This is an optimization exercise on Yosys and OpenROAD, whose aim is small area, a short achievable clock period and few clock cycles per item, not a production implementation.
In this exercise RTL edits were held to simulation tests only and were not proved equivalent to the original.
Power and IR drop assume default switching activity.

== alpha ==
// ce_mac
module ce_mac (
    input  wire        clk,
    input  wire        rst,         
    input  wire        in_valid,
    output wire        in_ready,
    input  wire [1:0]  in_op,
    input  wire [31:0] in_mant,     
    input  wire [5:0]  in_shift,    
    input  wire [31:0] in_x,        
    input  wire [4:0]  in_osh,      
    output reg         out_valid,
    output reg  [31:0] out_y,
    output reg         out_sat
);
==> flow/config.mk <==
export PLATFORM = sky130hd
export DESIGN_NAME = ce_mac
export DESIGN_NICKNAME = ce_mac
export VERILOG_FILES = /design/flow/design.v
export SDC_FILE = /design/flow/constraint.sdc
export NUM_CORES = 4
export LEC_CHECK = 0
export ABC_AREA = 1
export CAP_MARGIN = 0
export CORE_MARGIN = 2
export CORE_UTILIZATION = 70
export CTS_CLUSTER_DIAMETER = 120
export CTS_CLUSTER_SIZE = 22
export SLEW_MARGIN = 0
export SYNTH_HIERARCHICAL = 1
==> flow/constraint.sdc <==
create_clock -name core_clock -period 25.0 [get_ports {clk}]
set_input_delay 5.0000 -clock core_clock [delete_from_list [all_inputs] [get_ports {clk}]]
set_output_delay 5.0000 -clock core_clock [all_outputs]
set_load 0.01 [all_outputs]
standard.sh (not shown) runs the stock make flow with config.mk's settings and CLKGATE_MAP_FILE= SYNTH_SCRIPT=/design/flow/synth_recipe.tcl, a recipe that flattens the netlist after the stock synthesis.
==> flow/flow/run.sh <==
#!/bin/bash
set -euo pipefail
MARGIN=$(cat flow/margin.txt)
bash standard.sh synth > log_synth.txt 2>&1
bash standard.sh SETUP_SLACK_MARGIN=$MARGIN MATCH_CELL_FOOTPRINT=0 \
  "BUFFER_PORTS_ARGS=-buffer_cell sky130_fd_sc_hd__buf_4" finish > log_layout.txt 2>&1
==> flow/flow/margin.txt <==
19.0
Testbench counts of alpha, summed over its fixed seeds: cycles 24,081, items 24,049.
## Diff of input files: beta against alpha
Settings: CORE_UTILIZATION changed from 70 to 65.
Notes after the runs:
- alpha and beta ended up with nearly the same register share of the cell area.
- beta vs alpha, final routed wire length divided by cell count went up by 0.62%.
- Fraction of area in clock buffers and inverters essentially unchanged between beta and alpha.
- Non-clock buffer total of the final layout came out exactly the same in alpha and beta.
- Changes observed in beta relative to alpha: first-pass GRT wire length rose 2400 um, setup slack now sits higher.
diff inputs: beta => gamma
Settings: CORE_UTILIZATION now 50, was 65; CAP_MARGIN now 20, was 0; SLEW_MARGIN now 20, was 0.
==> flow/flow/margin.txt <==
19.2
Results
Between beta and gamma, the sequential power does not differ in any meaningful way. Going from beta to gamma, via count of the first global-routing pass shrinks by 0.62%. Looking only at core area, and setting everything else aside, the lower value of beta and gamma goes to beta. When gamma is measured against beta, its clock network area share turns out 0.47 points higher. Between beta and gamma, the difference in total length of routed wires is negligible. Diff beta..gamma | combinational gate power | negligible.
### gamma -> delta
Settings: CTS_CLUSTER_DIAMETER removed (was 120); CTS_CLUSTER_SIZE removed (was 22); CORE_UTILIZATION changed from 50 to 65.
### Flow results
gamma → delta: final cell count fell by 2.7%; count of vias placed by the detailed router rose by about 4.5%. Area fraction of clock buffers and clock inverters came out higher on delta than on gamma. Compared with gamma, delta degrades post-route cell area. delta: post-route worst setup slack higher than gamma. met3 global-route usage on delta is up relative to gamma.


maple:
Starting RTL as in the previous note.
// ce_mac
module ce_mac (
    input  wire        clk,
    input  wire        rst,         
    input  wire        in_valid,
    output wire        in_ready,
    input  wire [1:0]  in_op,
    input  wire [31:0] in_mant,     
    input  wire [5:0]  in_shift,    
    input  wire [31:0] in_x,        
    input  wire [4:0]  in_osh,      
    output reg         out_valid,
    output reg  [31:0] out_y,
    output reg         out_sat
);
    assign in_ready = 1'b1;
    reg        v0;
    reg        mv0, ld0;     
    reg [1:0]  op0;
    reg [31:0] mant0;
    reg [15:0] bone, btwo, bneg;    
    reg [5:0]  sh0;
    reg [4:0]  osh0;
    wire [33:0] bx = {in_x, 1'b0};
    wire [15:0] e_one, e_two, e_neg;
    genvar gi;
    generate
        for (gi = 0; gi < 16; gi = gi + 1) begin : g_benc
            wire b0 = bx[2*gi], b1 = bx[2*gi+1], b2 = bx[2*gi+2];
            assign e_one[gi] = b1 ^ b0;
            assign e_two[gi] = (b2 & ~b1 & ~b0) | (~b2 & b1 & b0);
            assign e_neg[gi] = b2;
        end
    endgenerate
    always @(posedge clk) begin
        v0    <= in_valid & ~rst;
        mv0   <= in_valid & ~rst & (in_op == 2'd2);
        ld0   <= in_valid & ~rst & (in_op == 2'd1);
        op0   <= in_op;
  ...
export LEC_CHECK = 0
export ABC_AREA = 1
export CAP_MARGIN = 0
export CORE_MARGIN = 2
export CORE_UTILIZATION = 65
export CTS_CLUSTER_DIAMETER = 120
export CTS_CLUSTER_SIZE = 22
export SLEW_MARGIN = 0
export SYNTH_HIERARCHICAL = 1
create_clock -name core_clock -period 25.0 [get_ports {clk}]
==> flow/flow/margin.txt <==
19.2
Scripts as last shown in full above: flow/flow/run.sh
maple completed every stage of the flow, and the final layout passed the timing, design-rule and antenna checks.
Testbench counts of maple, summed over its fixed seeds: cycles 24,081, items 24,049.
Input-level comparison between willow and maple:
Settings: CTS_CLUSTER_DIAMETER: 120 -> unset; CTS_CLUSTER_SIZE: 22 -> unset; CORE_UTILIZATION: 65 -> 50; CAP_MARGIN: 0 -> 20; SLEW_MARGIN: 0 -> 20.
### Flow results
willow reached the end of the flow, and the finished layout is clean on the timing, design-rule and antenna checks. maple reports its destination of the critical timing path as out_y[31] while willow reports out_sat. Going from maple to willow, placeable core area increased 20,000 µm²; die area higher; slew at the pin with the worst max-slew slack increased 0.055 ns; register-to-register slack now larger. Cell area after layout on willow is up relative to maple. Final cycle utilization of the critical path, maple and willow: smaller value in maple. willow ended with less via count than maple.

==> static timing again, ports no longer ideal <==
How much do the figures lean on ideal ports? The routed layouts below were timed once more, with nothing changed but the port constraints.
Step 1: set_driving_cell puts a clkbuf_16 on clk and a buf_2 on each other input, an assumption about the parent block.
Step 2 adds t to the input delays and takes it off the output delays; t is the mean of the earliest and latest rising clock arrival at the registers after step 1. Input paths then give back, and output paths get back, about the clock's delay inside the block.
a / b / c = no drivers / after step 1 / after step 2; a / b = the first two.
run	shift t [ns]	setup WS [ns]	worst setup path after step 2	clock arrival spread, ns
alpha	0.661	18.932 / 18.867 / 19.192	register to register	0.025 / 0.024
beta	0.671	18.956 / 18.888 / 19.183	register to register	0.026 / 0.025
gamma	0.722	18.868 / 18.796 / 19.362	input to register	0.031 / 0.031
delta	0.703	18.926 / 18.853 / 19.331	input to register	0.022 / 0.022
maple	0.673	18.952 / 18.885 / 19.312	input to register	0.030 / 0.031
willow	0.721	18.876 / 18.806 / 19.349	input to register	0.026 / 0.026
After both steps setup and hold are still met in every run listed.
